Background: an optimization exercise with open tools, aiming at small area. Do not read the settings as production practice.
In this exercise RTL edits were held to simulation tests only and were not proved equivalent to the original.
Power and IR drop assume default switching activity.

==> flow/design.v (outline; a module is shown in full before it is edited, if it fits) <==
// module mod_decim: 6648 lines
// module md_fa: 4 lines
// module md_bx: 3 lines
// module md_bxn: 3 lines
// module md_ha: 4 lines
module mod_decim (
    input  wire        clk,
    input  wire        rst_n,         
    input  wire        en,            
    input  wire [2:0]  cfg_k,         
    input  wire [8:0]  cfg_d,         
    input  wire        cfg_fir,       
    input  wire [15:0] trim_gain,     
    input  wire [15:0] trim_offset,   
    input  wire        tap_we,        
    input  wire [3:0]  tap_addr,
    input  wire [15:0] tap_wdata,     
    input  wire        code_valid,
    input  wire [3:0]  code,
    output wire        smp_valid,
    output wire [23:0] smp_value,
    output wire [1:0]  smp_qual,
    output wire [15:0] smp_seq
);
  // ...
==> flow/run.sh <==
#!/bin/bash
# synth_recipe.tcl (not shown) runs the flow's synth.tcl, then flattens the netlist and writes it again
# the make line also repeats each setting of config.mk as NAME=value (left out here)
make -C /OpenROAD-flow-scripts/flow DESIGN_CONFIG=/design/flow/config.mk WORK_HOME=/design/flow/orfs CLKGATE_MAP_FILE= SYNTH_SCRIPT=/design/flow/synth_recipe.tcl finish
==> flow/config.mk <==
export PLATFORM = sky130hd
export DESIGN_NAME = mod_decim
export DESIGN_NICKNAME = mod_decim
export VERILOG_FILES = /design/flow/design.v
export SDC_FILE = /design/flow/constraint.sdc
export NUM_CORES = 8
export LEC_CHECK = 0
export CAP_MARGIN = 10
export CORE_MARGIN = 2
export CORE_UTILIZATION = 65
export CTS_BUF_LIST = sky130_fd_sc_hd__clkbuf_16
export CTS_CLUSTER_DIAMETER = 100
export CTS_CLUSTER_SIZE = 24
export PLACE_DENSITY = 0.8
export SLEW_MARGIN = 10
export SYNTH_HIERARCHICAL = 1
export SYNTH_MINIMUM_KEEP_SIZE = 0
==> flow/constraint.sdc <==
create_clock -name core_clock -period 24.0 [get_ports {clk}]
set_input_delay 4.8000 -clock core_clock [delete_from_list [all_inputs] [get_ports {clk}]]
set_output_delay 4.8000 -clock core_clock [all_outputs]
set_load 0.01 [all_outputs]
==> key figures, run 1 <==
Synthesis
  – Simple-gate share of the synthesized area: 7.25%
  – Proportion of register bits with asynchronous set or reset after synthesis: 0%
  – Largest family of logic cells by synthesized area: adder cells
  – Post-Synth Adder-Cell Area: 32.6%
  – Number of synthesized flops with an enable pin: roughly 800
  – Netlist cell types: roughly 90
  – Primary flip-flop cell chosen by synthesis mapping: edfxtp_1
  – Proportion of synthesized area in mux cells: 3.16%

Clock tree
  – Clock tree buffer depth: 3

Run status
  – Run status: complete, no violations

Cells and area
  – Flip-flop count of the largest register after layout: 360
  – Register share of the cell area: a little under a third
  – Bufs w/o clock: 370
  – Area of all sequential standard cells: ~30,000 um^2
  – Number of filler instances in the final layout: a little over 10,000
  – Fin util: approximately 70%

Power
  – Logic gate share of total power: 48.0%
  – Sequential cell fraction of total power: between 30% and 40%
  – Internal power component: roughly 4.0 mW

STA
  – Number of max-slew violations in the final report: 0
  – Summed negative setup slack over all endpoints: 0 ps
  – Final setup skew: between 70 and 80 ps

Setup path
  – Number of cells on the critical path: 35
  – Reg2reg setup slack: 6150 ps
  – Buffers & Inverters on Critical Path: 3
  – Worst R2R Start: shf[0]
  – CP Data Arrival Time: about 19,000 ps

Drt
  – Number of nets still failing antenna checks after routing: 0

Placement
  – HPWL after detailed placement: ~210 mm
  – I/O Buffers: roughly 120

Global route
  – Antenna violations before repair: 13
==> run 2: changes to the inputs <==
--- a/flow/design.v
+++ b/flow/design.v
@@ -40,4 +40,5 @@
     reg        hv, hq;                 
     reg [4:0]  cnt;
+    reg [8:0]  dq;                    
     reg [23:0] ring [0:14];           
     reg [43:0] facc;                  
@@ -64,5 +65,5 @@
         if (v5) swin = rgx[36:24];
         if (v6) swin = rgx[48:36];
-        if (st == ST_POW) swin = {3'b000, cfg_d, 1'b0};
+        if (st == ST_POW) swin = {3'b000, dq, 1'b0};
         if (st == ST_NORM) swin = {12'd2, 1'b0};
     end
@@ -79,21 +80,22 @@
     wire [23:0] fy2 = ring[2];
     wire [23:0] fy3 = ring[3];
-    reg  [15:0] fh0, fh1, fh2, fh3;
+    wire [15:0] fh0, fh1, fh2, fh3;
+    genvar gb;
+    generate for (gb = 0; gb < 16; gb = gb + 1) begin : g_tap
+        md_ao4 u_h0 (.a(taps[1][gb]), .b(taps[12][gb]), .c(taps[8][gb]),  .d(taps[0][gb]),
+                     .sa(v4), .sb(v5), .sc(v6), .sd(v7), .y(fh0[gb]));
+        md_ao4 u_h1 (.a(taps[2][gb]), .b(taps[13][gb]), .c(taps[9][gb]),  .d(taps[5][gb]),
+                     .sa(v4), .sb(v5), .sc(v6), .sd(v7), .y(fh1[gb]));
+        md_ao4 u_h2 (.a(taps[3][gb]), .b(taps[14][gb]), .c(taps[10][gb]), .d(taps[6][gb]),
+                     .sa(v4), .sb(v5), .sc(v6), .sd(v7), .y(fh2[gb]));
+        md_ao4 u_h3 (.a(taps[4][gb]), .b(taps[15][gb]), .c(taps[11][gb]), .d(taps[7][gb]),
+                     .sa(v4), .sb(v5), .sc(v6), .sd(v7), .y(fh3[gb]));
+    end endgenerate
     reg  [3:0]  fv;
     always @* begin
-        fh0 = taps[1];  fh1 = taps[2];  fh2 = taps[3];  fh3 = taps[4];
-        fv  = {nsamp >= 5'd4, nsamp >= 5'd3, nsamp >= 5'd2, nsamp >= 5'd1};
-        if (v5) begin
-            fh0 = taps[12]; fh1 = taps[13]; fh2 = taps[14]; fh3 = taps[15];
-            fv  = {nsamp >= 5'd15, nsamp >= 5'd14, nsamp >= 5'd13, nsamp >= 5'd12};
-        end
-        if (v6) begin
-            fh0 = taps[8];  fh1 = taps[9];  fh2 = taps[10]; fh3 = taps[11];
-            fv  = {nsamp >= 5'd11, nsamp >= 5'd10, nsamp >= 5'd9, nsamp >= 5'd8};
-        end
-        if (v7) begin
-            fh0 = taps[0];  fh1 = taps[5];  fh2 = taps[6];  fh3 = taps[7];
-            fv  = {nsamp >= 5'd7, nsamp >= 5'd6, nsamp >= 5'd5, 1'b1};
-        end
+        fv = {nsamp >= 5'd4, nsamp >= 5'd3, nsamp >= 5'd2, nsamp >= 5'd1};
+        if (v5) fv = {nsamp >= 5'd15, nsamp >= 5'd14, nsamp >= 5'd13, nsamp >= 5'd12};
+        if (v6) fv = {nsamp >= 5'd11, nsamp >= 5'd10, nsamp >= 5'd9, nsamp >= 5'd8};
+        if (v7) fv = {nsamp >= 5'd7, nsamp >= 5'd6, nsamp >= 5'd5, 1'b1};
     end
     wire gi_1, gi_2;
@@ -658,7 +660,6 @@
     wire gs_35 = sacc[46] & sfb;
     wire gs_36 = sacc[47] & sfb;
-    wire gs_37 = swin[1] ^ swin[0];
-    wire gs_38 = (swin[2] & ~swin[1] & ~swin[0]) | (~swin[2] & swin[1] & swin[0]);
-    wire gs_39 = swin[2] & ~(swin[1] & swin[0]);
+    wire gs_37, gs_38, gs_39;
+    md_benc ugs_37 (.b1(swin[2]), .b0(swin[1]), .bm1(swin[0]), .one(gs_37), .two(gs_38), .neg(gs_39));
     wire gs_40 = ~(gs_37 & ap[0]);
     wire gs_41;
@@ -775,7 +776,6 @@
     wire gs_115;
     md_bxn ugs_115 (.n(gs_114), .g(gs_39), .p(gs_115));
-    wire gs_116 = swin[3] ^ swin[2];
-    wire gs_117 = (swin[4] & ~swin[3] & ~swin[2]) | (~swin[4] & swin[3] & swin[2]);
-    wire gs_118 = swin[4] & ~(swin[3] & swin[2]);
+    wire gs_116, gs_117, gs_118;
+    md_benc ugs_116 (.b1(swin[4]), .b0(swin[3]), .bm1(swin[2]), .one(gs_116), .two(gs_117), .neg(gs_118));
     wire gs_119 = ~(gs_116 & ap[0]);
     wire gs_120;
@@ -892,7 +892,6 @@
     wire gs_194;
     md_bxn ugs_194 (.n(gs_193), .g(gs_118), .p(gs_194));
-    wire gs_195 = swin[5] ^ swin[4];
-    wire gs_196 = (swin[6] & ~swin[5] & ~swin[4]) | (~swin[6] & swin[5] & swin[4]);
-    wire gs_197 = swin[6] & ~(swin[5] & swin[4]);
+    wire gs_195, gs_196, gs_197;
+    md_benc ugs_195 (.b1(swin[6]), .b0(swin[5]), .bm1(swin[4]), .one(gs_195), .two(gs_196), .neg(gs_197));
     wire gs_198 = ~(gs_195 & ap[0]);
     wire gs_199;
@@ -1009,7 +1008,6 @@
     wire gs_273;
     md_bxn ugs_273 (.n(gs_272), .g(gs_197), .p(gs_273));
-    wire gs_274 = swin[7] ^ swin[6];
-    wire gs_275 = (swin[8] & ~swin[7] & ~swin[6]) | (~swin[8] & swin[7] & swin[6]);
-    wire gs_276 = swin[8] & ~(swin[7] & swin[6]);
+    wire gs_274, gs_275, gs_276;
+    md_benc ugs_274 (.b1(swin[8]), .b0(swin[7]), .bm1(swin[6]), .one(gs_274), .two(gs_275), .neg(gs_276));
     wire gs_277 = ~(gs_274 & ap[0]);
     wire gs_278;
@@ -1126,7 +1124,6 @@
     wire gs_352;
     md_bxn ugs_352 (.n(gs_351), .g(gs_276), .p(gs_352));
-    wire gs_353 = swin[9] ^ swin[8];
-    wire gs_354 = (swin[10] & ~swin[9] & ~swin[8]) | (~swin[10] & swin[9] & swin[8]);
-    wire gs_355 = swin[10] & ~(swin[9] & swin[8]);
+    wire gs_353, gs_354, gs_355;
+    md_benc ugs_353 (.b1(swin[10]), .b0(swin[9]), .bm1(swin[8]), .one(gs_353), .two(gs_354), .neg(gs_355));
     wire gs_356 = ~(gs_353 & ap[0]);
     wire gs_357;
@@ -1243,7 +1240,6 @@
     wire gs_431;
     md_bxn ugs_431 (.n(gs_430), .g(gs_355), .p(gs_431));
-    wire gs_432 = swin[11] ^ swin[10];
-    wire gs_433 = (swin[12] & ~swin[11] & ~swin[10]) | (~swin[12] & swin[11] & swin[10]);
-    wire gs_434 = swin[12] & ~(swin[11] & swin[10]);
+    wire gs_432, gs_433, gs_434;
+    md_benc ugs_432 (.b1(swin[12]), .b0(swin[11]), .bm1(swin[10]), .one(gs_432), .two(gs_433), .neg(gs_434));
     wire gs_435 = ~(gs_432 & ap[0]);
     wire gs_436;
@@ -1891,5 +1887,5 @@
     md_fa ugs_1039 (.a(gs_946), .b(gs_945), .c(gs_1038), .s(gs_1039), .co(gs_1040));
     wire gs_1041, gs_1042;
-    md_fa ugs_1041 (.a(gs_948), .b(gs_947), .c(gs_1040), .s(gs_1041), .co(gs_1042));
+    md_ha ugs_1041 (.a(gs_948), .b(gs_947), .s(gs_1041), .co(gs_1042));
     wire gs_1043, gs_1044;
     md_fa ugs_1043 (.a(gs_950), .b(gs_949), .c(gs_1042), .s(gs_1043), .co(gs_1044));
@@ -1901,5 +1897,5 @@
     md_fa ugs_1049 (.a(gs_956), .b(gs_955), .c(gs_1048), .s(gs_1049), .co(gs_1050));
     wire gs_1051, gs_1052;
-    md_ha ugs_1051 (.a(gs_958), .b(gs_957), .s(gs_1051), .co(gs_1052));
+    md_fa ugs_1051 (.a(gs_958), .b(gs_957), .c(gs_1050), .s(gs_1051), .co(gs_1052));
     wire gs_1053, gs_1054;
     md_fa ugs_1053 (.a(gs_960), .b(gs_959), .c(gs_1052), .s(gs_1053), .co(gs_1054));
@@ -1946,75 +1942,61 @@
     wire gs_1095, gs_1096;
     md_fa ugs_1095 (.a(gs_510), .b(gs_508), .c(gs_1094), .s(gs_1095), .co(gs_1096));
-    wire gs_1097 = ~(gs_958 ^ gs_957);
-    wire gs_1098 = gs_958 | gs_957;
+    wire gs_1097, gs_1098;
+    md_ha ugs_1097 (.a(gs_1041), .b(gs_1040), .s(gs_1097), .co(gs_1098));
     wire gs_1099, gs_1100;
-    md_fa ugs_1099 (.a(gs_960), .b(gs_959), .c(gs_1098), .s(gs_1099), .co(gs_1100));
+    md_ha ugs_1099 (.a(gs_1043), .b(gs_1098), .s(gs_1099), .co(gs_1100));
     wire gs_1101, gs_1102;
-    md_fa ugs_1101 (.a(gs_962), .b(gs_961), .c(gs_1100), .s(gs_1101), .co(gs_1102));
+    md_ha ugs_1101 (.a(gs_1045), .b(gs_1100), .s(gs_1101), .co(gs_1102));
     wire gs_1103, gs_1104;
-    md_fa ugs_1103 (.a(gs_964), .b(gs_963), .c(gs_1102), .s(gs_1103), .co(gs_1104));
+    md_ha ugs_1103 (.a(gs_1047), .b(gs_1102), .s(gs_1103), .co(gs_1104));
     wire gs_1105, gs_1106;
-    md_fa ugs_1105 (.a(gs_966), .b(gs_965), .c(gs_1104), .s(gs_1105), .co(gs_1106));
+    md_ha ugs_1105 (.a(gs_1049), .b(gs_1104), .s(gs_1105), .co(gs_1106));
     wire gs_1107, gs_1108;
-    md_fa ugs_1107 (.a(gs_968), .b(gs_967), .c(gs_1106), .s(gs_1107), .co(gs_1108));
+    md_ha ugs_1107 (.a(gs_1051), .b(gs_1106), .s(gs_1107), .co(gs_1108));
     wire gs_1109, gs_1110;
-    md_fa ugs_1109 (.a(gs_970), .b(gs_969), .c(gs_1108), .s(gs_1109), .co(gs_1110));
+    md_ha ugs_1109 (.a(gs_1053), .b(gs_1108), .s(gs_1109), .co(gs_1110));
     wire gs_1111, gs_1112;
-    md_fa ugs_1111 (.a(gs_972), .b(gs_971), .c(gs_1110), .s(gs_1111), .co(gs_1112));
+    md_ha ugs_1111 (.a(gs_1055), .b(gs_1110), .s(gs_1111), .co(gs_1112));
     wire gs_1113, gs_1114;
-    md_fa ugs_1113 (.a(gs_974), .b(gs_973), .c(gs_1112), .s(gs_1113), .co(gs_1114));
+    md_ha ugs_1113 (.a(gs_1057), .b(gs_1112), .s(gs_1113), .co(gs_1114));
     wire gs_1115, gs_1116;
-    md_fa ugs_1115 (.a(gs_976), .b(gs_975), .c(gs_1114), .s(gs_1115), .co(gs_1116));
+    md_ha ugs_1115 (.a(gs_1059), .b(gs_1114), .s(gs_1115), .co(gs_1116));
     wire gs_1117, gs_1118;
-    md_fa ugs_1117 (.a(gs_978), .b(gs_977), .c(gs_1116), .s(gs_1117), .co(gs_1118));
+    md_ha ugs_1117 (.a(gs_1061), .b(gs_1116), .s(gs_1117), .co(gs_1118));
     wire gs_1119, gs_1120;
-    md_fa ugs_1119 (.a(gs_980), .b(gs_979), .c(gs_1118), .s(gs_1119), .co(gs_1120));
+    md_ha ugs_1119 (.a(gs_1063), .b(gs_1118), .s(gs_1119), .co(gs_1120));
     wire gs_1121, gs_1122;
-    md_fa ugs_1121 (.a(gs_982), .b(gs_981), .c(gs_1120), .s(gs_1121), .co(gs_1122));
+    md_ha ugs_1121 (.a(gs_1065), .b(gs_1120), .s(gs_1121), .co(gs_1122));
     wire gs_1123, gs_1124;
-    md_fa ugs_1123 (.a(gs_984), .b(gs_983), .c(gs_1122), .s(gs_1123), .co(gs_1124));
+    md_ha ugs_1123 (.a(gs_1067), .b(gs_1122), .s(gs_1123), .co(gs_1124));
     wire gs_1125, gs_1126;
-    md_fa ugs_1125 (.a(gs_986), .b(gs_985), .c(gs_1124), .s(gs_1125), .co(gs_1126));
+    md_ha ugs_1125 (.a(gs_1069), .b(gs_1124), .s(gs_1125), .co(gs_1126));
     wire gs_1127, gs_1128;
-    md_fa ugs_1127 (.a(gs_988), .b(gs_987), .c(gs_1126), .s(gs_1127), .co(gs_1128));
+    md_ha ugs_1127 (.a(gs_1071), .b(gs_1126), .s(gs_1127), .co(gs_1128));
     wire gs_1129, gs_1130;
-    md_fa ugs_1129 (.a(gs_990), .b(gs_989), .c(gs_1128), .s(gs_1129), .co(gs_1130));
+    md_ha ugs_1129 (.a(gs_1073), .b(gs_1128), .s(gs_1129), .co(gs_1130));
     wire gs_1131, gs_1132;
-    md_fa ugs_1131 (.a(gs_992), .b(gs_991), .c(gs_1130), .s(gs_1131), .co(gs_1132));
+    md_ha ugs_1131 (.a(gs_1075), .b(gs_1130), .s(gs_1131), .co(gs_1132));
     wire gs_1133, gs_1134;
-    md_fa ugs_1133 (.a(gs_994), .b(gs_993), .c(gs_1132), .s(gs_1133), .co(gs_1134));
+    md_ha ugs_1133 (.a(gs_1077), .b(gs_1132), .s(gs_1133), .co(gs_1134));
     wire gs_1135, gs_1136;
-    md_fa ugs_1135 (.a(gs_996), .b(gs_995), .c(gs_1134), .s(gs_1135), .co(gs_1136));
+    md_ha ugs_1135 (.a(gs_1079), .b(gs_1134), .s(gs_1135), .co(gs_1136));
     wire gs_1137, gs_1138;
-    md_fa ugs_1137 (.a(gs_998), .b(gs_997), .c(gs_1136), .s(gs_1137), .co(gs_1138));
+    md_ha ugs_1137 (.a(gs_1081), .b(gs_1136), .s(gs_1137), .co(gs_1138));
     wire gs_1139, gs_1140;
-    md_fa ugs_1139 (.a(gs_1000), .b(gs_999), .c(gs_1138), .s(gs_1139), .co(gs_1140));
+    md_ha ugs_1139 (.a(gs_1083), .b(gs_1138), .s(gs_1139), .co(gs_1140));
     wire gs_1141, gs_1142;
-    md_fa ugs_1141 (.a(gs_510), .b(gs_508), .c(gs_1140), .s(gs_1141), .co(gs_1142));
-    wire gs_1143 = gs_1050 ? gs_1097 : gs_1051;
-    wire gs_1144 = gs_1050 ? gs_1099 : gs_1053;
-    wire gs_1145 = gs_1050 ? gs_1101 : gs_1055;
-    wire gs_1146 = gs_1050 ? gs_1103 : gs_1057;
-    wire gs_1147 = gs_1050 ? gs_1105 : gs_1059;
-    wire gs_1148 = gs_1050 ? gs_1107 : gs_1061;
-    wire gs_1149 = gs_1050 ? gs_1109 : gs_1063;
-    wire gs_1150 = gs_1050 ? gs_1111 : gs_1065;
-    wire gs_1151 = gs_1050 ? gs_1113 : gs_1067;
-    wire gs_1152 = gs_1050 ? gs_1115 : gs_1069;
-    wire gs_1153 = gs_1050 ? gs_1117 : gs_1071;
-    wire gs_1154 = gs_1050 ? gs_1119 : gs_1073;
-    wire gs_1155 = gs_1050 ? gs_1121 : gs_1075;
-    wire gs_1156 = gs_1050 ? gs_1123 : gs_1077;
-    wire gs_1157 = gs_1050 ? gs_1125 : gs_1079;
-    wire gs_1158 = gs_1050 ? gs_1127 : gs_1081;
-    wire gs_1159 = gs_1050 ? gs_1129 : gs_1083;
-    wire gs_1160 = gs_1050 ? gs_1131 : gs_1085;
-    wire gs_1161 = gs_1050 ? gs_1133 : gs_1087;
-    wire gs_1162 = gs_1050 ? gs_1135 : gs_1089;
-    wire gs_1163 = gs_1050 ? gs_1137 : gs_1091;
-    wire gs_1164 = gs_1050 ? gs_1139 : gs_1093;
-    wire gs_1165 = gs_1050 ? gs_1141 : gs_1095;
-    wire gs_1166 = gs_1050 ? gs_1142 : gs_1096;
-    wire [47:0] ssum = {gs_1165, gs_1164, gs_1163, gs_1162, gs_1161, gs_1160, gs_1159, gs_1158, gs_1157, gs_1156, gs_1155, gs_1154, gs_1153, gs_1152, gs_1151, gs_1150, gs_1149, gs_1148, gs_1147, gs_1146, gs_1145, gs_1144, gs_1143, gs_1049, gs_1047, gs_1045, gs_1043, gs_1041, gs_1039, gs_1037, gs_1035, gs_1033, gs_1031, gs_1029, gs_1027, gs_1025, gs_1023, gs_1021, gs_1019, gs_1017, gs_1015, gs_1013, gs_1011, gs_1009, gs_1007, gs_1005, gs_1003, gs_1001};
+    md_ha ugs_1141 (.a(gs_1085), .b(gs_1140), .s(gs_1141), .co(gs_1142));
+    wire gs_1143, gs_1144;
+    md_ha ugs_1143 (.a(gs_1087), .b(gs_1142), .s(gs_1143), .co(gs_1144));
+    wire gs_1145, gs_1146;
+    md_ha ugs_1145 (.a(gs_1089), .b(gs_1144), .s(gs_1145), .co(gs_1146));
+    wire gs_1147, gs_1148;
+    md_ha ugs_1147 (.a(gs_1091), .b(gs_1146), .s(gs_1147), .co(gs_1148));
+    wire gs_1149, gs_1150;
+    md_ha ugs_1149 (.a(gs_1093), .b(gs_1148), .s(gs_1149), .co(gs_1150));
+    wire gs_1151, gs_1152;
+    md_ha ugs_1151 (.a(gs_1095), .b(gs_1150), .s(gs_1151), .co(gs_1152));
+    wire [47:0] ssum = {gs_1151, gs_1149, gs_1147, gs_1145, gs_1143, gs_1141, gs_1139, gs_1137, gs_1135, gs_1133, gs_1131, gs_1129, gs_1127, gs_1125, gs_1123, gs_1121, gs_1119, gs_1117, gs_1115, gs_1113, gs_1111, gs_1109, gs_1107, gs_1105, gs_1103, gs_1101, gs_1099, gs_1097, gs_1039, gs_1037, gs_1035, gs_1033, gs_1031, gs_1029, gs_1027, gs_1025, gs_1023, gs_1021, gs_1019, gs_1017, gs_1015, gs_1013, gs_1011, gs_1009, gs_1007, gs_1005, gs_1003, gs_1001};
     wire gf_1 = facc[0] & ffb;
     wire gf_2 = facc[1] & ffb;
@@ -2061,7 +2043,6 @@
     wire gf_43 = facc[42] & ffb;
     wire gf_44 = facc[43] & ffb;
-    wire gf_45 = (fh0[0] ^ 1'b0) & fv[0];
-    wire gf_46 = ((fh0[1] & ~fh0[0] & ~1'b0) | (~fh0[1] & fh0[0] & 1'b0)) & fv[0];
-    wire gf_47 = fh0[1] & fv[0] & ~(fh0[0] & 1'b0);
+    wire gf_45, gf_46, gf_47;
+    md_bencg ugf_45 (.b1(fh0[1]), .b0(fh0[0]), .bm1(1'b0), .g(fv[0]), .one(gf_45), .two(gf_46), .neg(gf_47));
     wire gf_48 = ~(gf_45 & fy0[0]);
     wire gf_49;
@@ -2139,7 +2120,6 @@
     wire gf_97;
     md_bxn ugf_97 (.n(gf_96), .g(gf_47), .p(gf_97));
-    wire gf_98 = (fh0[2] ^ fh0[1]) & fv[0];
-    wire gf_99 = ((fh0[3] & ~fh0[2] & ~fh0[1]) | (~fh0[3] & fh0[2] & fh0[1])) & fv[0];
-    wire gf_100 = fh0[3] & fv[0] & ~(fh0[2] & fh0[1]);
+    wire gf_98, gf_99, gf_100;
+    md_bencg ugf_98 (.b1(fh0[3]), .b0(fh0[2]), .bm1(fh0[1]), .g(fv[0]), .one(gf_98), .two(gf_99), .neg(gf_100));
     wire gf_101 = ~(gf_98 & fy0[0]);
     wire gf_102;
@@ -2217,7 +2197,6 @@
     wire gf_150;
     md_bxn ugf_150 (.n(gf_149), .g(gf_100), .p(gf_150));
-    wire gf_151 = (fh0[4] ^ fh0[3]) & fv[0];
-    wire gf_152 = ((fh0[5] & ~fh0[4] & ~fh0[3]) | (~fh0[5] & fh0[4] & fh0[3])) & fv[0];
-    wire gf_153 = fh0[5] & fv[0] & ~(fh0[4] & fh0[3]);
+    wire gf_151, gf_152, gf_153;
+    md_bencg ugf_151 (.b1(fh0[5]), .b0(fh0[4]), .bm1(fh0[3]), .g(fv[0]), .one(gf_151), .two(gf_152), .neg(gf_153));
     wire gf_154 = ~(gf_151 & fy0[0]);
     wire gf_155;
@@ -2295,7 +2274,6 @@
     wire gf_203;
     md_bxn ugf_203 (.n(gf_202), .g(gf_153), .p(gf_203));
-    wire gf_204 = (fh0[6] ^ fh0[5]) & fv[0];
-    wire gf_205 = ((fh0[7] & ~fh0[6] & ~fh0[5]) | (~fh0[7] & fh0[6] & fh0[5])) & fv[0];
-    wire gf_206 = fh0[7] & fv[0] & ~(fh0[6] & fh0[5]);
+    wire gf_204, gf_205, gf_206;
+    md_bencg ugf_204 (.b1(fh0[7]), .b0(fh0[6]), .bm1(fh0[5]), .g(fv[0]), .one(gf_204), .two(gf_205), .neg(gf_206));
     wire gf_207 = ~(gf_204 & fy0[0]);
     wire gf_208;
@@ -2373,7 +2351,6 @@
     wire gf_256;
     md_bxn ugf_256 (.n(gf_255), .g(gf_206), .p(gf_256));
-    wire gf_257 = (fh0[8] ^ fh0[7]) & fv[0];
-    wire gf_258 = ((fh0[9] & ~fh0[8] & ~fh0[7]) | (~fh0[9] & fh0[8] & fh0[7])) & fv[0];
-    wire gf_259 = fh0[9] & fv[0] & ~(fh0[8] & fh0[7]);
+    wire gf_257, gf_258, gf_259;
+    md_bencg ugf_257 (.b1(fh0[9]), .b0(fh0[8]), .bm1(fh0[7]), .g(fv[0]), .one(gf_257), .two(gf_258), .neg(gf_259));
     wire gf_260 = ~(gf_257 & fy0[0]);
     wire gf_261;
@@ -2451,7 +2428,6 @@
     wire gf_309;
     md_bxn ugf_309 (.n(gf_308), .g(gf_259), .p(gf_309));
-    wire gf_310 = (fh0[10] ^ fh0[9]) & fv[0];
-    wire gf_311 = ((fh0[11] & ~fh0[10] & ~fh0[9]) | (~fh0[11] & fh0[10] & fh0[9])) & fv[0];
-    wire gf_312 = fh0[11] & fv[0] & ~(fh0[10] & fh0[9]);
+    wire gf_310, gf_311, gf_312;
+    md_bencg ugf_310 (.b1(fh0[11]), .b0(fh0[10]), .bm1(fh0[9]), .g(fv[0]), .one(gf_310), .two(gf_311), .neg(gf_312));
     wire gf_313 = ~(gf_310 & fy0[0]);
     wire gf_314;
@@ -2529,7 +2505,6 @@
     wire gf_362;
     md_bxn ugf_362 (.n(gf_361), .g(gf_312), .p(gf_362));
-    wire gf_363 = (fh0[12] ^ fh0[11]) & fv[0];
-    wire gf_364 = ((fh0[13] & ~fh0[12] & ~fh0[11]) | (~fh0[13] & fh0[12] & fh0[11])) & fv[0];
-    wire gf_365 = fh0[13] & fv[0] & ~(fh0[12] & fh0[11]);
+    wire gf_363, gf_364, gf_365;
+    md_bencg ugf_363 (.b1(fh0[13]), .b0(fh0[12]), .bm1(fh0[11]), .g(fv[0]), .one(gf_363), .two(gf_364), .neg(gf_365));
     wire gf_366 = ~(gf_363 & fy0[0]);
     wire gf_367;
@@ -2607,7 +2582,6 @@
     wire gf_415;
     md_bxn ugf_415 (.n(gf_414), .g(gf_365), .p(gf_415));
-    wire gf_416 = (fh0[14] ^ fh0[13]) & fv[0];
-    wire gf_417 = ((fh0[15] & ~fh0[14] & ~fh0[13]) | (~fh0[15] & fh0[14] & fh0[13])) & fv[0];
-    wire gf_418 = fh0[15] & fv[0] & ~(fh0[14] & fh0[13]);
+    wire gf_416, gf_417, gf_418;
+    md_bencg ugf_416 (.b1(fh0[15]), .b0(fh0[14]), .bm1(fh0[13]), .g(fv[0]), .one(gf_416), .two(gf_417), .neg(gf_418));
     wire gf_419 = ~(gf_416 & fy0[0]);
     wire gf_420;
@@ -2685,7 +2659,6 @@
     wire gf_468;
     md_bxn ugf_468 (.n(gf_467), .g(gf_418), .p(gf_468));
-    wire gf_469 = (fh1[0] ^ 1'b0) & fv[1];
-    wire gf_470 = ((fh1[1] & ~fh1[0] & ~1'b0) | (~fh1[1] & fh1[0] & 1'b0)) & fv[1];
-    wire gf_471 = fh1[1] & fv[1] & ~(fh1[0] & 1'b0);
+    wire gf_469, gf_470, gf_471;
+    md_bencg ugf_469 (.b1(fh1[1]), .b0(fh1[0]), .bm1(1'b0), .g(fv[1]), .one(gf_469), .two(gf_470), .neg(gf_471));
     wire gf_472 = ~(gf_469 & fy1[0]);
     wire gf_473;
@@ -2763,7 +2736,6 @@
     wire gf_521;
     md_bxn ugf_521 (.n(gf_520), .g(gf_471), .p(gf_521));
-    wire gf_522 = (fh1[2] ^ fh1[1]) & fv[1];
-    wire gf_523 = ((fh1[3] & ~fh1[2] & ~fh1[1]) | (~fh1[3] & fh1[2] & fh1[1])) & fv[1];
-    wire gf_524 = fh1[3] & fv[1] & ~(fh1[2] & fh1[1]);
+    wire gf_522, gf_523, gf_524;
+    md_bencg ugf_522 (.b1(fh1[3]), .b0(fh1[2]), .bm1(fh1[1]), .g(fv[1]), .one(gf_522), .two(gf_523), .neg(gf_524));
     wire gf_525 = ~(gf_522 & fy1[0]);
     wire gf_526;
@@ -2841,7 +2813,6 @@
     wire gf_574;
     md_bxn ugf_574 (.n(gf_573), .g(gf_524), .p(gf_574));
-    wire gf_575 = (fh1[4] ^ fh1[3]) & fv[1];
-    wire gf_576 = ((fh1[5] & ~fh1[4] & ~fh1[3]) | (~fh1[5] & fh1[4] & fh1[3])) & fv[1];
-    wire gf_577 = fh1[5] & fv[1] & ~(fh1[4] & fh1[3]);
+    wire gf_575, gf_576, gf_577;
+    md_bencg ugf_575 (.b1(fh1[5]), .b0(fh1[4]), .bm1(fh1[3]), .g(fv[1]), .one(gf_575), .two(gf_576), .neg(gf_577));
     wire gf_578 = ~(gf_575 & fy1[0]);
     wire gf_579;
@@ -2919,7 +2890,6 @@
     wire gf_627;
     md_bxn ugf_627 (.n(gf_626), .g(gf_577), .p(gf_627));
-    wire gf_628 = (fh1[6] ^ fh1[5]) & fv[1];
-    wire gf_629 = ((fh1[7] & ~fh1[6] & ~fh1[5]) | (~fh1[7] & fh1[6] & fh1[5])) & fv[1];
-    wire gf_630 = fh1[7] & fv[1] & ~(fh1[6] & fh1[5]);
+    wire gf_628, gf_629, gf_630;
+    md_bencg ugf_628 (.b1(fh1[7]), .b0(fh1[6]), .bm1(fh1[5]), .g(fv[1]), .one(gf_628), .two(gf_629), .neg(gf_630));
     wire gf_631 = ~(gf_628 & fy1[0]);
     wire gf_632;
@@ -2997,7 +2967,6 @@
     wire gf_680;
     md_bxn ugf_680 (.n(gf_679), .g(gf_630), .p(gf_680));
-    wire gf_681 = (fh1[8] ^ fh1[7]) & fv[1];
-    wire gf_682 = ((fh1[9] & ~fh1[8] & ~fh1[7]) | (~fh1[9] & fh1[8] & fh1[7])) & fv[1];
-    wire gf_683 = fh1[9] & fv[1] & ~(fh1[8] & fh1[7]);
+    wire gf_681, gf_682, gf_683;
+    md_bencg ugf_681 (.b1(fh1[9]), .b0(fh1[8]), .bm1(fh1[7]), .g(fv[1]), .one(gf_681), .two(gf_682), .neg(gf_683));
     wire gf_684 = ~(gf_681 & fy1[0]);
     wire gf_685;
@@ -3075,7 +3044,6 @@
     wire gf_733;
     md_bxn ugf_733 (.n(gf_732), .g(gf_683), .p(gf_733));
-    wire gf_734 = (fh1[10] ^ fh1[9]) & fv[1];
-    wire gf_735 = ((fh1[11] & ~fh1[10] & ~fh1[9]) | (~fh1[11] & fh1[10] & fh1[9])) & fv[1];
-    wire gf_736 = fh1[11] & fv[1] & ~(fh1[10] & fh1[9]);
+    wire gf_734, gf_735, gf_736;
+    md_bencg ugf_734 (.b1(fh1[11]), .b0(fh1[10]), .bm1(fh1[9]), .g(fv[1]), .one(gf_734), .two(gf_735), .neg(gf_736));
     wire gf_737 = ~(gf_734 & fy1[0]);
     wire gf_738;
@@ -3153,7 +3121,6 @@
     wire gf_786;
     md_bxn ugf_786 (.n(gf_785), .g(gf_736), .p(gf_786));
-    wire gf_787 = (fh1[12] ^ fh1[11]) & fv[1];
-    wire gf_788 = ((fh1[13] & ~fh1[12] & ~fh1[11]) | (~fh1[13] & fh1[12] & fh1[11])) & fv[1];
-    wire gf_789 = fh1[13] & fv[1] & ~(fh1[12] & fh1[11]);
+    wire gf_787, gf_788, gf_789;
+    md_bencg ugf_787 (.b1(fh1[13]), .b0(fh1[12]), .bm1(fh1[11]), .g(fv[1]), .one(gf_787), .two(gf_788), .neg(gf_789));
     wire gf_790 = ~(gf_787 & fy1[0]);
     wire gf_791;
@@ -3231,7 +3198,6 @@
     wire gf_839;
     md_bxn ugf_839 (.n(gf_838), .g(gf_789), .p(gf_839));
-    wire gf_840 = (fh1[14] ^ fh1[13]) & fv[1];
-    wire gf_841 = ((fh1[15] & ~fh1[14] & ~fh1[13]) | (~fh1[15] & fh1[14] & fh1[13])) & fv[1];
-    wire gf_842 = fh1[15] & fv[1] & ~(fh1[14] & fh1[13]);
+    wire gf_840, gf_841, gf_842;
+    md_bencg ugf_840 (.b1(fh1[15]), .b0(fh1[14]), .bm1(fh1[13]), .g(fv[1]), .one(gf_840), .two(gf_841), .neg(gf_842));
     wire gf_843 = ~(gf_840 & fy1[0]);
     wire gf_844;
@@ -3309,7 +3275,6 @@
     wire gf_892;
     md_bxn ugf_892 (.n(gf_891), .g(gf_842), .p(gf_892));
-    wire gf_893 = (fh2[0] ^ 1'b0) & fv[2];
-    wire gf_894 = ((fh2[1] & ~fh2[0] & ~1'b0) | (~fh2[1] & fh2[0] & 1'b0)) & fv[2];
-    wire gf_895 = fh2[1] & fv[2] & ~(fh2[0] & 1'b0);
+    wire gf_893, gf_894, gf_895;
+    md_bencg ugf_893 (.b1(fh2[1]), .b0(fh2[0]), .bm1(1'b0), .g(fv[2]), .one(gf_893), .two(gf_894), .neg(gf_895));
     wire gf_896 = ~(gf_893 & fy2[0]);
     wire gf_897;
@@ -3387,7 +3352,6 @@
     wire gf_945;
     md_bxn ugf_945 (.n(gf_944), .g(gf_895), .p(gf_945));
-    wire gf_946 = (fh2[2] ^ fh2[1]) & fv[2];
-    wire gf_947 = ((fh2[3] & ~fh2[2] & ~fh2[1]) | (~fh2[3] & fh2[2] & fh2[1])) & fv[2];
-    wire gf_948 = fh2[3] & fv[2] & ~(fh2[2] & fh2[1]);
+    wire gf_946, gf_947, gf_948;
+    md_bencg ugf_946 (.b1(fh2[3]), .b0(fh2[2]), .bm1(fh2[1]), .g(fv[2]), .one(gf_946), .two(gf_947), .neg(gf_948));
     wire gf_949 = ~(gf_946 & fy2[0]);
     wire gf_950;
@@ -3465,7 +3429,6 @@
     wire gf_998;
     md_bxn ugf_998 (.n(gf_997), .g(gf_948), .p(gf_998));
-    wire gf_999 = (fh2[4] ^ fh2[3]) & fv[2];
-    wire gf_1000 = ((fh2[5] & ~fh2[4] & ~fh2[3]) | (~fh2[5] & fh2[4] & fh2[3])) & fv[2];
-    wire gf_1001 = fh2[5] & fv[2] & ~(fh2[4] & fh2[3]);
+    wire gf_999, gf_1000, gf_1001;
+    md_bencg ugf_999 (.b1(fh2[5]), .b0(fh2[4]), .bm1(fh2[3]), .g(fv[2]), .one(gf_999), .two(gf_1000), .neg(gf_1001));
     wire gf_1002 = ~(gf_999 & fy2[0]);
     wire gf_1003;
@@ -3543,7 +3506,6 @@
     wire gf_1051;
     md_bxn ugf_1051 (.n(gf_1050), .g(gf_1001), .p(gf_1051));
-    wire gf_1052 = (fh2[6] ^ fh2[5]) & fv[2];
-    wire gf_1053 = ((fh2[7] & ~fh2[6] & ~fh2[5]) | (~fh2[7] & fh2[6] & fh2[5])) & fv[2];
-    wire gf_1054 = fh2[7] & fv[2] & ~(fh2[6] & fh2[5]);
+    wire gf_1052, gf_1053, gf_1054;
+    md_bencg ugf_1052 (.b1(fh2[7]), .b0(fh2[6]), .bm1(fh2[5]), .g(fv[2]), .one(gf_1052), .two(gf_1053), .neg(gf_1054));
     wire gf_1055 = ~(gf_1052 & fy2[0]);
     wire gf_1056;
@@ -3621,7 +3583,6 @@
     wire gf_1104;
     md_bxn ugf_1104 (.n(gf_1103), .g(gf_1054), .p(gf_1104));
-    wire gf_1105 = (fh2[8] ^ fh2[7]) & fv[2];
-    wire gf_1106 = ((fh2[9] & ~fh2[8] & ~fh2[7]) | (~fh2[9] & fh2[8] & fh2[7])) & fv[2];
-    wire gf_1107 = fh2[9] & fv[2] & ~(fh2[8] & fh2[7]);
+    wire gf_1105, gf_1106, gf_1107;
+    md_bencg ugf_1105 (.b1(fh2[9]), .b0(fh2[8]), .bm1(fh2[7]), .g(fv[2]), .one(gf_1105), .two(gf_1106), .neg(gf_1107));
     wire gf_1108 = ~(gf_1105 & fy2[0]);
     wire gf_1109;
@@ -3699,7 +3660,6 @@
     wire gf_1157;
     md_bxn ugf_1157 (.n(gf_1156), .g(gf_1107), .p(gf_1157));
-    wire gf_1158 = (fh2[10] ^ fh2[9]) & fv[2];
-    wire gf_1159 = ((fh2[11] & ~fh2[10] & ~fh2[9]) | (~fh2[11] & fh2[10] & fh2[9])) & fv[2];
-    wire gf_1160 = fh2[11] & fv[2] & ~(fh2[10] & fh2[9]);
+    wire gf_1158, gf_1159, gf_1160;
+    md_bencg ugf_1158 (.b1(fh2[11]), .b0(fh2[10]), .bm1(fh2[9]), .g(fv[2]), .one(gf_1158), .two(gf_1159), .neg(gf_1160));
     wire gf_1161 = ~(gf_1158 & fy2[0]);
     wire gf_1162;
@@ -3777,7 +3737,6 @@
     wire gf_1210;
     md_bxn ugf_1210 (.n(gf_1209), .g(gf_1160), .p(gf_1210));
-    wire gf_1211 = (fh2[12] ^ fh2[11]) & fv[2];
-    wire gf_1212 = ((fh2[13] & ~fh2[12] & ~fh2[11]) | (~fh2[13] & fh2[12] & fh2[11])) & fv[2];
-    wire gf_1213 = fh2[13] & fv[2] & ~(fh2[12] & fh2[11]);
+    wire gf_1211, gf_1212, gf_1213;
+    md_bencg ugf_1211 (.b1(fh2[13]), .b0(fh2[12]), .bm1(fh2[11]), .g(fv[2]), .one(gf_1211), .two(gf_1212), .neg(gf_1213));
     wire gf_1214 = ~(gf_1211 & fy2[0]);
     wire gf_1215;
@@ -3855,7 +3814,6 @@
     wire gf_1263;
     md_bxn ugf_1263 (.n(gf_1262), .g(gf_1213), .p(gf_1263));
-    wire gf_1264 = (fh2[14] ^ fh2[13]) & fv[2];
-    wire gf_1265 = ((fh2[15] & ~fh2[14] & ~fh2[13]) | (~fh2[15] & fh2[14] & fh2[13])) & fv[2];
-    wire gf_1266 = fh2[15] & fv[2] & ~(fh2[14] & fh2[13]);
+    wire gf_1264, gf_1265, gf_1266;
+    md_bencg ugf_1264 (.b1(fh2[15]), .b0(fh2[14]), .bm1(fh2[13]), .g(fv[2]), .one(gf_1264), .two(gf_1265), .neg(gf_1266));
     wire gf_1267 = ~(gf_1264 & fy2[0]);
     wire gf_1268;
@@ -3933,7 +3891,6 @@
     wire gf_1316;
     md_bxn ugf_1316 (.n(gf_1315), .g(gf_1266), .p(gf_1316));
-    wire gf_1317 = (fh3[0] ^ 1'b0) & fv[3];
-    wire gf_1318 = ((fh3[1] & ~fh3[0] & ~1'b0) | (~fh3[1] & fh3[0] & 1'b0)) & fv[3];
-    wire gf_1319 = fh3[1] & fv[3] & ~(fh3[0] & 1'b0);
+    wire gf_1317, gf_1318, gf_1319;
+    md_bencg ugf_1317 (.b1(fh3[1]), .b0(fh3[0]), .bm1(1'b0), .g(fv[3]), .one(gf_1317), .two(gf_1318), .neg(gf_1319));
     wire gf_1320 = ~(gf_1317 & fy3[0]);
     wire gf_1321;
@@ -4011,7 +3968,6 @@
     wire gf_1369;
     md_bxn ugf_1369 (.n(gf_1368), .g(gf_1319), .p(gf_1369));
-    wire gf_1370 = (fh3[2] ^ fh3[1]) & fv[3];
-    wire gf_1371 = ((fh3[3] & ~fh3[2] & ~fh3[1]) | (~fh3[3] & fh3[2] & fh3[1])) & fv[3];
-    wire gf_1372 = fh3[3] & fv[3] & ~(fh3[2] & fh3[1]);
+    wire gf_1370, gf_1371, gf_1372;
+    md_bencg ugf_1370 (.b1(fh3[3]), .b0(fh3[2]), .bm1(fh3[1]), .g(fv[3]), .one(gf_1370), .two(gf_1371), .neg(gf_1372));
     wire gf_1373 = ~(gf_1370 & fy3[0]);
     wire gf_1374;
@@ -4089,7 +4045,6 @@
     wire gf_1422;
     md_bxn ugf_1422 (.n(gf_1421), .g(gf_1372), .p(gf_1422));
-    wire gf_1423 = (fh3[4] ^ fh3[3]) & fv[3];
-    wire gf_1424 = ((fh3[5] & ~fh3[4] & ~fh3[3]) | (~fh3[5] & fh3[4] & fh3[3])) & fv[3];
-    wire gf_1425 = fh3[5] & fv[3] & ~(fh3[4] & fh3[3]);
+    wire gf_1423, gf_1424, gf_1425;
+    md_bencg ugf_1423 (.b1(fh3[5]), .b0(fh3[4]), .bm1(fh3[3]), .g(fv[3]), .one(gf_1423), .two(gf_1424), .neg(gf_1425));
     wire gf_1426 = ~(gf_1423 & fy3[0]);
     wire gf_1427;
@@ -4167,7 +4122,6 @@
     wire gf_1475;
     md_bxn ugf_1475 (.n(gf_1474), .g(gf_1425), .p(gf_1475));
-    wire gf_1476 = (fh3[6] ^ fh3[5]) & fv[3];
-    wire gf_1477 = ((fh3[7] & ~fh3[6] & ~fh3[5]) | (~fh3[7] & fh3[6] & fh3[5])) & fv[3];
-    wire gf_1478 = fh3[7] & fv[3] & ~(fh3[6] & fh3[5]);
+    wire gf_1476, gf_1477, gf_1478;
+    md_bencg ugf_1476 (.b1(fh3[7]), .b0(fh3[6]), .bm1(fh3[5]), .g(fv[3]), .one(gf_1476), .two(gf_1477), .neg(gf_1478));
     wire gf_1479 = ~(gf_1476 & fy3[0]);
     wire gf_1480;
@@ -4245,7 +4199,6 @@
     wire gf_1528;
     md_bxn ugf_1528 (.n(gf_1527), .g(gf_1478), .p(gf_1528));
-    wire gf_1529 = (fh3[8] ^ fh3[7]) & fv[3];
-    wire gf_1530 = ((fh3[9] & ~fh3[8] & ~fh3[7]) | (~fh3[9] & fh3[8] & fh3[7])) & fv[3];
-    wire gf_1531 = fh3[9] & fv[3] & ~(fh3[8] & fh3[7]);
+    wire gf_1529, gf_1530, gf_1531;
+    md_bencg ugf_1529 (.b1(fh3[9]), .b0(fh3[8]), .bm1(fh3[7]), .g(fv[3]), .one(gf_1529), .two(gf_1530), .neg(gf_1531));
     wire gf_1532 = ~(gf_1529 & fy3[0]);
     wire gf_1533;
@@ -4323,7 +4276,6 @@
     wire gf_1581;
     md_bxn ugf_1581 (.n(gf_1580), .g(gf_1531), .p(gf_1581));
-    wire gf_1582 = (fh3[10] ^ fh3[9]) & fv[3];
-    wire gf_1583 = ((fh3[11] & ~fh3[10] & ~fh3[9]) | (~fh3[11] & fh3[10] & fh3[9])) & fv[3];
-    wire gf_1584 = fh3[11] & fv[3] & ~(fh3[10] & fh3[9]);
+    wire gf_1582, gf_1583, gf_1584;
+    md_bencg ugf_1582 (.b1(fh3[11]), .b0(fh3[10]), .bm1(fh3[9]), .g(fv[3]), .one(gf_1582), .two(gf_1583), .neg(gf_1584));
     wire gf_1585 = ~(gf_1582 & fy3[0]);
     wire gf_1586;
@@ -4401,7 +4353,6 @@
     wire gf_1634;
     md_bxn ugf_1634 (.n(gf_1633), .g(gf_1584), .p(gf_1634));
-    wire gf_1635 = (fh3[12] ^ fh3[11]) & fv[3];
-    wire gf_1636 = ((fh3[13] & ~fh3[12] & ~fh3[11]) | (~fh3[13] & fh3[12] & fh3[11])) & fv[3];
-    wire gf_1637 = fh3[13] & fv[3] & ~(fh3[12] & fh3[11]);
+    wire gf_1635, gf_1636, gf_1637;
+    md_bencg ugf_1635 (.b1(fh3[13]), .b0(fh3[12]), .bm1(fh3[11]), .g(fv[3]), .one(gf_1635), .two(gf_1636), .neg(gf_1637));
     wire gf_1638 = ~(gf_1635 & fy3[0]);
     wire gf_1639;
@@ -4479,7 +4430,6 @@
     wire gf_1687;
     md_bxn ugf_1687 (.n(gf_1686), .g(gf_1637), .p(gf_1687));
-    wire gf_1688 = (fh3[14] ^ fh3[13]) & fv[3];
-    wire gf_1689 = ((fh3[15] & ~fh3[14] & ~fh3[13]) | (~fh3[15] & fh3[14] & fh3[13])) & fv[3];
-    wire gf_1690 = fh3[15] & fv[3] & ~(fh3[14] & fh3[13]);
+    wire gf_1688, gf_1689, gf_1690;
+    md_bencg ugf_1688 (.b1(fh3[15]), .b0(fh3[14]), .bm1(fh3[13]), .g(fv[3]), .one(gf_1688), .two(gf_1689), .neg(gf_1690));
     wire gf_1691 = ~(gf_1688 & fy3[0]);
     wire gf_1692;
@@ -6266,9 +6216,9 @@
     md_fa ugf_3447 (.a(gf_3363), .b(gf_3362), .c(gf_3446), .s(gf_3447), .co(gf_3448));
     wire gf_3449, gf_3450;
-    md_fa ugf_3449 (.a(gf_3365), .b(gf_3364), .c(gf_3448), .s(gf_3449), .co(gf_3450));
+    md_ha ugf_3449 (.a(gf_3365), .b(gf_3364), .s(gf_3449), .co(gf_3450));
     wire gf_3451, gf_3452;
     md_fa ugf_3451 (.a(gf_3367), .b(gf_3366), .c(gf_3450), .s(gf_3451), .co(gf_3452));
     wire gf_3453, gf_3454;
-    md_ha ugf_3453 (.a(gf_3369), .b(gf_3368), .s(gf_3453), .co(gf_3454));
+    md_fa ugf_3453 (.a(gf_3369), .b(gf_3368), .c(gf_3452), .s(gf_3453), .co(gf_3454));
     wire gf_3455, gf_3456;
     md_fa ugf_3455 (.a(gf_3371), .b(gf_3370), .c(gf_3454), .s(gf_3455), .co(gf_3456));
@@ -6313,72 +6263,53 @@
     wire gf_3495, gf_3496;
     md_fa ugf_3495 (.a(~gf_44), .b(gf_43), .c(gf_3494), .s(gf_3495), .co(gf_3496));
-    wire gf_3497 = ~(gf_3369 ^ gf_3368);
-    wire gf_3498 = gf_3369 | gf_3368;
+    wire gf_3497, gf_3498;
+    md_ha ugf_3497 (.a(gf_3449), .b(gf_3448), .s(gf_3497), .co(gf_3498));
     wire gf_3499, gf_3500;
-    md_fa ugf_3499 (.a(gf_3371), .b(gf_3370), .c(gf_3498), .s(gf_3499), .co(gf_3500));
+    md_ha ugf_3499 (.a(gf_3451), .b(gf_3498), .s(gf_3499), .co(gf_3500));
     wire gf_3501, gf_3502;
-    md_fa ugf_3501 (.a(gf_3373), .b(gf_3372), .c(gf_3500), .s(gf_3501), .co(gf_3502));
+    md_ha ugf_3501 (.a(gf_3453), .b(gf_3500), .s(gf_3501), .co(gf_3502));
     wire gf_3503, gf_3504;
-    md_fa ugf_3503 (.a(gf_3375), .b(gf_3374), .c(gf_3502), .s(gf_3503), .co(gf_3504));
+    md_ha ugf_3503 (.a(gf_3455), .b(gf_3502), .s(gf_3503), .co(gf_3504));
     wire gf_3505, gf_3506;
-    md_fa ugf_3505 (.a(gf_3377), .b(gf_3376), .c(gf_3504), .s(gf_3505), .co(gf_3506));
+    md_ha ugf_3505 (.a(gf_3457), .b(gf_3504), .s(gf_3505), .co(gf_3506));
     wire gf_3507, gf_3508;
-    md_fa ugf_3507 (.a(gf_3379), .b(gf_3378), .c(gf_3506), .s(gf_3507), .co(gf_3508));
+    md_ha ugf_3507 (.a(gf_3459), .b(gf_3506), .s(gf_3507), .co(gf_3508));
     wire gf_3509, gf_3510;
-    md_fa ugf_3509 (.a(gf_3381), .b(gf_3380), .c(gf_3508), .s(gf_3509), .co(gf_3510));
+    md_ha ugf_3509 (.a(gf_3461), .b(gf_3508), .s(gf_3509), .co(gf_3510));
     wire gf_3511, gf_3512;
-    md_fa ugf_3511 (.a(gf_3383), .b(gf_3382), .c(gf_3510), .s(gf_3511), .co(gf_3512));
+    md_ha ugf_3511 (.a(gf_3463), .b(gf_3510), .s(gf_3511), .co(gf_3512));
     wire gf_3513, gf_3514;
-    md_fa ugf_3513 (.a(gf_3385), .b(gf_3384), .c(gf_3512), .s(gf_3513), .co(gf_3514));
+    md_ha ugf_3513 (.a(gf_3465), .b(gf_3512), .s(gf_3513), .co(gf_3514));
     wire gf_3515, gf_3516;
-    md_fa ugf_3515 (.a(gf_3387), .b(gf_3386), .c(gf_3514), .s(gf_3515), .co(gf_3516));
+    md_ha ugf_3515 (.a(gf_3467), .b(gf_3514), .s(gf_3515), .co(gf_3516));
     wire gf_3517, gf_3518;
-    md_fa ugf_3517 (.a(gf_3389), .b(gf_3388), .c(gf_3516), .s(gf_3517), .co(gf_3518));
+    md_ha ugf_3517 (.a(gf_3469), .b(gf_3516), .s(gf_3517), .co(gf_3518));
     wire gf_3519, gf_3520;
-    md_fa ugf_3519 (.a(gf_3391), .b(gf_3390), .c(gf_3518), .s(gf_3519), .co(gf_3520));
+    md_ha ugf_3519 (.a(gf_3471), .b(gf_3518), .s(gf_3519), .co(gf_3520));
     wire gf_3521, gf_3522;
-    md_fa ugf_3521 (.a(gf_3393), .b(gf_3392), .c(gf_3520), .s(gf_3521), .co(gf_3522));
+    md_ha ugf_3521 (.a(gf_3473), .b(gf_3520), .s(gf_3521), .co(gf_3522));
     wire gf_3523, gf_3524;
-    md_fa ugf_3523 (.a(gf_3395), .b(gf_3394), .c(gf_3522), .s(gf_3523), .co(gf_3524));
+    md_ha ugf_3523 (.a(gf_3475), .b(gf_3522), .s(gf_3523), .co(gf_3524));
     wire gf_3525, gf_3526;
-    md_fa ugf_3525 (.a(gf_3397), .b(gf_3396), .c(gf_3524), .s(gf_3525), .co(gf_3526));
+    md_ha ugf_3525 (.a(gf_3477), .b(gf_3524), .s(gf_3525), .co(gf_3526));
     wire gf_3527, gf_3528;
-    md_fa ugf_3527 (.a(gf_3399), .b(gf_3398), .c(gf_3526), .s(gf_3527), .co(gf_3528));
+    md_ha ugf_3527 (.a(gf_3479), .b(gf_3526), .s(gf_3527), .co(gf_3528));
     wire gf_3529, gf_3530;
-    md_fa ugf_3529 (.a(gf_3401), .b(gf_3400), .c(gf_3528), .s(gf_3529), .co(gf_3530));
+    md_ha ugf_3529 (.a(gf_3481), .b(gf_3528), .s(gf_3529), .co(gf_3530));
     wire gf_3531, gf_3532;
-    md_fa ugf_3531 (.a(gf_3403), .b(gf_3402), .c(gf_3530), .s(gf_3531), .co(gf_3532));
+    md_ha ugf_3531 (.a(gf_3483), .b(gf_3530), .s(gf_3531), .co(gf_3532));
     wire gf_3533, gf_3534;
-    md_fa ugf_3533 (.a(gf_3405), .b(gf_3404), .c(gf_3532), .s(gf_3533), .co(gf_3534));
+    md_ha ugf_3533 (.a(gf_3485), .b(gf_3532), .s(gf_3533), .co(gf_3534));
     wire gf_3535, gf_3536;
-    md_fa ugf_3535 (.a(gf_3407), .b(gf_3406), .c(gf_3534), .s(gf_3535), .co(gf_3536));
+    md_ha ugf_3535 (.a(gf_3487), .b(gf_3534), .s(gf_3535), .co(gf_3536));
     wire gf_3537, gf_3538;
-    md_fa ugf_3537 (.a(gf_3408), .b(gf_42), .c(gf_3536), .s(gf_3537), .co(gf_3538));
+    md_ha ugf_3537 (.a(gf_3489), .b(gf_3536), .s(gf_3537), .co(gf_3538));
     wire gf_3539, gf_3540;
-    md_fa ugf_3539 (.a(~gf_44), .b(gf_43), .c(gf_3538), .s(gf_3539), .co(gf_3540));
-    wire gf_3541 = gf_3452 ? gf_3497 : gf_3453;
-    wire gf_3542 = gf_3452 ? gf_3499 : gf_3455;
-    wire gf_3543 = gf_3452 ? gf_3501 : gf_3457;
-    wire gf_3544 = gf_3452 ? gf_3503 : gf_3459;
-    wire gf_3545 = gf_3452 ? gf_3505 : gf_3461;
-    wire gf_3546 = gf_3452 ? gf_3507 : gf_3463;
-    wire gf_3547 = gf_3452 ? gf_3509 : gf_3465;
-    wire gf_3548 = gf_3452 ? gf_3511 : gf_3467;
-    wire gf_3549 = gf_3452 ? gf_3513 : gf_3469;
-    wire gf_3550 = gf_3452 ? gf_3515 : gf_3471;
-    wire gf_3551 = gf_3452 ? gf_3517 : gf_3473;
-    wire gf_3552 = gf_3452 ? gf_3519 : gf_3475;
-    wire gf_3553 = gf_3452 ? gf_3521 : gf_3477;
-    wire gf_3554 = gf_3452 ? gf_3523 : gf_3479;
-    wire gf_3555 = gf_3452 ? gf_3525 : gf_3481;
-    wire gf_3556 = gf_3452 ? gf_3527 : gf_3483;
-    wire gf_3557 = gf_3452 ? gf_3529 : gf_3485;
-    wire gf_3558 = gf_3452 ? gf_3531 : gf_3487;
-    wire gf_3559 = gf_3452 ? gf_3533 : gf_3489;
-    wire gf_3560 = gf_3452 ? gf_3535 : gf_3491;
-    wire gf_3561 = gf_3452 ? gf_3537 : gf_3493;
-    wire gf_3562 = gf_3452 ? gf_3539 : gf_3495;
-    wire gf_3563 = gf_3452 ? gf_3540 : gf_3496;
-    wire [43:0] fsum = {gf_3562, gf_3561, gf_3560, gf_3559, gf_3558, gf_3557, gf_3556, gf_3555, gf_3554, gf_3553, gf_3552, gf_3551, gf_3550, gf_3549, gf_3548, gf_3547, gf_3546, gf_3545, gf_3544, gf_3543, gf_3542, gf_3541, gf_3451, gf_3449, gf_3447, gf_3445, gf_3443, gf_3441, gf_3439, gf_3437, gf_3435, gf_3433, gf_3431, gf_3429, gf_3427, gf_3425, gf_3423, gf_3421, gf_3419, gf_3417, gf_3415, gf_3413, gf_3411, gf_3409};
+    md_ha ugf_3539 (.a(gf_3491), .b(gf_3538), .s(gf_3539), .co(gf_3540));
+    wire gf_3541, gf_3542;
+    md_ha ugf_3541 (.a(gf_3493), .b(gf_3540), .s(gf_3541), .co(gf_3542));
+    wire gf_3543, gf_3544;
+    md_ha ugf_3543 (.a(gf_3495), .b(gf_3542), .s(gf_3543), .co(gf_3544));
+    wire [43:0] fsum = {gf_3543, gf_3541, gf_3539, gf_3537, gf_3535, gf_3533, gf_3531, gf_3529, gf_3527, gf_3525, gf_3523, gf_3521, gf_3519, gf_3517, gf_3515, gf_3513, gf_3511, gf_3509, gf_3507, gf_3505, gf_3503, gf_3501, gf_3499, gf_3497, gf_3447, gf_3445, gf_3443, gf_3441, gf_3439, gf_3437, gf_3435, gf_3433, gf_3431, gf_3429, gf_3427, gf_3425, gf_3423, gf_3421, gf_3419, gf_3417, gf_3415, gf_3413, gf_3411, gf_3409};
     wire gd_1 = ~(dw ^ ~ap[0]);
     wire gd_2 = dw | ~ap[0];
@@ -6543,4 +6474,5 @@
     wire [2:0] kk = cfg_k;
     always @(posedge clk) begin
+        dq     <= cfg_d;
         cv_q   <= code_valid & run;
         code_q <= code;
@@ -6651,4 +6583,14 @@
     assign co = (a & b) | (a & c) | (b & c);
 endmodule
+module md_benc (input b1, input b0, input bm1, output one, output two, output neg);
+    assign one = b0 ^ bm1;
+    assign two = (b1 & ~b0 & ~bm1) | (~b1 & b0 & bm1);
+    assign neg = b1 & ~(b0 & bm1);
+endmodule
+module md_bencg (input b1, input b0, input bm1, input g, output one, output two, output neg);
+    assign one = (b0 ^ bm1) & g;
+    assign two = ((b1 & ~b0 & ~bm1) | (~b1 & b0 & bm1)) & g;
+    assign neg = b1 & ~(b0 & bm1) & g;
+endmodule
 module md_bx (input n, input g, output p);
     assign p = ~(n ^ g);
@@ -6657,4 +6599,7 @@
     assign p = n ^ g;
 endmodule
+module md_ao4 (input a, input b, input c, input d, input sa, input sb, input sc, input sd, output y);
+    assign y = (a & sa) | (b & sb) | (c & sc) | (d & sd);
+endmodule
 module md_ha (input a, input b, output s, output co);
     assign s  = a ^ b;
--- a/flow/config.mk
+++ b/flow/config.mk
@@ -6,5 +6,5 @@
 export NUM_CORES = 8
 export LEC_CHECK = 0
-export CAP_MARGIN = 10
+export CAP_MARGIN = 5
 export CORE_MARGIN = 2
 export CORE_UTILIZATION = 65
@@ -13,5 +13,5 @@
 export CTS_CLUSTER_SIZE = 24
 export PLACE_DENSITY = 0.8
-export SLEW_MARGIN = 10
+export SLEW_MARGIN = 5
 export SYNTH_HIERARCHICAL = 1
 export SYNTH_MINIMUM_KEEP_SIZE = 0
==> key figures, run 2 <==
STA
  – Minimum setup slack in the final design: 6120 ps
  – Number of max-slew violations in the final report: 0 (unchanged)
  – Setup repair after global routing missed its margin: no
  – Hold Violations, Final: 0
  – Achievable Freq: approximately 56 MHz
  – Post-route clock period utilization: 74.5%
  – Relative slew slack: 22.2%
  – Summed negative setup slack over all endpoints: 0 ps (unchanged)
  – Worst-Margin Slew: about 1200 ps
  – Tmin final: ~18,000 ps
  – Final setup viols: 0
  – Final setup skew: 87.9 ps (+12.4 ps)

Global route
  – Antenna violations before repair: 6 (-7)
  – Pin count of the biggest net entering global routing: around 150
  – Met2 usage in global routing: around 56%
  – Met3 global-route usage: between 10% and 20%
  – Grt total ovfl: 0
  – Global-route wire length before repair: 407 mm
  – Busiest grt layer: met2
  – Via count of the first global-routing pass: about 67,000
  – Met1 GRT Util: 50.3%
  – Global-route usage over all layers: between 30% and 40%

Setup path
  – Reg2reg setup slack: 6120 ps (-30 ps)
  – Worst R2R Start: shf[0]
  – Crit end category: flip-flop
  – Maximum fanout along the worst path: 12
  – R2r worst-path depth: 43
  – CP Data Arrival Time: 18,380 ps (-470 ps)
  – Slowest stage delay, CP: ~590 ps
  – Master of the slowest instance on the critical path: fa_1
  – Crit-path most repeated cell: fa_1
  – Worst reg2reg path endpoint: i4[36]
  – Element type at the critical path start: flip-flop
  – WS Path Type: reg -> reg
  – Critical path data required time: roughly 25,000 ps

Min path
  – Worst hold endpoint: ring[12][1]
  – Hold Startpoint: ring[8][1]
  – Class of the most critical hold timing path: reg -> reg
  – Worst hold path stage count: 0

Clock tree
  – CTS tree: done
  – Post-cts resize count: 0
  – Clock sink total: 1,106
  – Cell at the root of the clock tree: clkbuf_16
  – Register clock-pin slew on the reported worst setup and hold paths: 100 ps
  – Clock tree buffer depth: 3 (unchanged)
  – Hold buffers post-CTS: 0
  – Clock latency at the later pin of the worst-skew pair: 740 ps
  – Clock buffer count from CTS: 56
  – Number of buffers inserted to repair setup after CTS: 0
  – H-tree lvl count: 2

Cells and area
  – Area of the multi-input gates: just under 60,000 um^2
  – Layout-stage area growth over the synthesis result: 5.60%
  – Fraction of final layout cells with drive strength greater than 1: around 6.2%
  – Area of all sequential standard cells: 30,200 um^2 (+0.61%)
  – Most common library cell in the layout ignoring fill and taps: fa_1
  – Commonest non-fill, non-tap cells in the layout: fa_1 (1,379), a22oi_1 (1,081), xnor2_1 (1,021), edfxtp_1 (802), nand2_1 (492)
  – Largest registers: ring: 360 flops, taps: 256 flops, rg: 46 flops
  – Flip-flop count of the largest register after layout: 360 (unchanged)
  – Final nets: around 9,000
  – Top register by number of flip-flops: ring
  – Number of filler instances in the final layout: 9,854 (-3.8%)

Drt
  – Number of nets still failing antenna checks after routing: 0 (unchanged)
  – Iteration-0 DRC count of the detailed router: between 9,000 and 10,000
  – Number of vias per cell: 6.89
  – Total wire length: around 270 mm
  – Average wire per cell in the routed design: between 20 and 30 um
  – DRC: 0
  – Total number of vias: between 60,000 and 70,000
  – Detailed-routing iteration count for the pre-antenna-repair pass: 12

Placement
  – HPWL after detailed placement: 192 mm (-9.5%)
  – Final Wtd Congestion: roughly 1
  – Worst slack at placement: 5710 ps
  – I/O Buffers: 116 (unchanged)

Floorplan
  – Chip Width: 379 um
  – Row count: 137
  – Number of primary I/O pins: between 100 and 150
  – Die area: 144,000 um^2
  – Height of the die: approximately 380 um
  – Total core area: around 140,000 um^2
  – Initial Util: roughly 66%

Synthesis
  – Mean Syn Cell Area: roughly 12 um^2
  – Commonest cells post-synth: fa_1 (1,380), a22oi_1 (1,081), xnor2_1 (1,021), edfxtp_1 (802), nand2_1 (493)
  – Total standard cell area after synthesis: approximately 91,000 um^2
  – Proportion of register bits with asynchronous set or reset after synthesis: 0% (unchanged)
  – Flops & latches, synth: 1,106
  – Most repeated cell in the gate-level netlist after synthesis: fa_1
  – Netlist cell types: 76 (-14%)
  – Primary flip-flop cell chosen by synthesis mapping: edfxtp_1
  – Number of synthesized flops with an enable pin: 802 (unchanged)
  – Area leader, netlist: fa_1
  – Sequential fraction of the synthesis area: 33.0%
  – Top-area cell type share of the netlist area: a little under a third
  – Synth Instances: roughly 7,500
  – Synth warn: 11
  – Most area-consuming cells after synthesis: fa_1 (30%), edfxtp_1 (26%), xnor2_1 (9.8%)

Run status
  – Run status: complete, no violations

Power
  – LEAKAGE: 37.3 nW
  – IR Drop Worst-Case VDD: 75.7 uV
  – Power Dens Cells: ~56 nW/um^2

Flow run
  – Reported max-cap violation count: 0
run 2: power breakdown:
part	internal, mW	switching [mW]
registers	2.22	0.0968
logic	0.901	1.11
clock network	0.448	0.642
run 2: worst max path at each step:
stage | from | to | cells past startpoint
finish | shf[0] | i4[36] | 43
global route | nsamp[1] | facc[43] | 59
CTS | shf[0] | i4[36] | 43
detailed placement | trim_offset[0] | sacc[47] | 34
global placement | trim_offset[0] | sacc[47] | 34
floorplan | v6 | sacc[47] | 41
run 2: cell families (layout without fill, tap and decap cells):
| kind of cell | count (synthesis) | in the layout | share of synthesized area [%] |
|---|---|---|---|
| adder cells (fa/ha/maj) | 1616 | 1616 | 33.4 |
| multiplexers | 121 | 121 | 1.38 |
| buffers and inverters | 788 | 680 | 3.46 |
| other | 1 | 16 | 0.00410 |
| AND/OR/NAND/NOR | 1210 | 1210 | 6.57 |
| AO/OA/AOI/OAI | 1552 | 1552 | 11.9 |
| XOR/XNOR | 1069 | 1069 | 10.2 |
| flip-flops | 1106 | 1106 | 33.0 |
run 2: layer usage:
layer / vias up / part of all wire [%]
li1: 25595 / -
met1: 31862 / 35
met2: 4958 / 44
met3: 1273 / 14
met4: 6 / 7.5
met5: - / 0.022
run 2: layout make-up:
cell class / count / area share (%)
multi-input cells: 5580 / 60.6
flip-flops and latches: 1106 / 31.3
repair buffers: 341 / 2.99
well taps: 1876 / 2.43
clock buffers: 57 / 1.48
inverters: 237 / 0.921
clock inverters: 45 / 0.343
diodes: 4 / 0.0104
run 2: critical path, delay by kind of cell (launching register included):
family	cells	cell delay (ps)
adders and majority gates	41	16620
buffers and inverters	1	290
DFF	1	550
and+or+nand+nor	1	170
run 2: modules after synthesis, one instance, submodules excluded:
module	times used	cell area (um^2)	cells inside	flops+latches
md_ha	156	12.5	1	0
md_ao4	64	18.8	3	0
mod_decim	1	49800	4454	1106
md_bxn	38	8.76	1	0
md_bx	990	8.76	1	0
md_fa	1379	20.0	1	0
md_bencg	32	50.0	7	0
md_benc	6	41.3	5	0
run 2: metrics by stage:
step	hold slack, ps	power (mW)	cells	utilization, %	instance area (um^2)
after global placement	400	4.27	9139	67.9	94800
after floorplan	400	3.68	7474	-	91500
final	390	5.42	9246	69.2	96600
after global routing	415	5.75	9244	69.2	96500
after detailed placement	405	4.36	9139	67.9	94800
after CTS	397	5.44	9241	69.2	96500

static timing again, ports no longer ideal:
No port has a modelled driver above. Below, the same layouts with a new extraction and two added sets of constraints. Step 1 assumes that a clkbuf_16 drives the clock port and a buf_2 every other input. Step 2 moves the port delays by t, midway between the first and last clock arrival at a register: inputs arrive t later, outputs are due t later. That takes back most of the time a late clock gives input paths. Slacks: no drivers / after step 1 / after step 2; pairs: no drivers / after step 1.
| run | t, ns | setup slack, ns | worst setup path after step 2 | clock arrival spread, ns |
|---|---|---|---|---|
| run 1 | 0.775 | 5.777 / 5.832 / 5.057 | input to register | 0.076 / 0.076 |
| run 2 | 0.787 | 6.119 / 6.119 / 5.733 | input to register | 0.091 / 0.091 |
After both steps setup and hold are still met in every run listed. For run 1, which loses most, drivers alone change the setup slack by +0.055 ns; drivers and shift together by -0.720 ns.
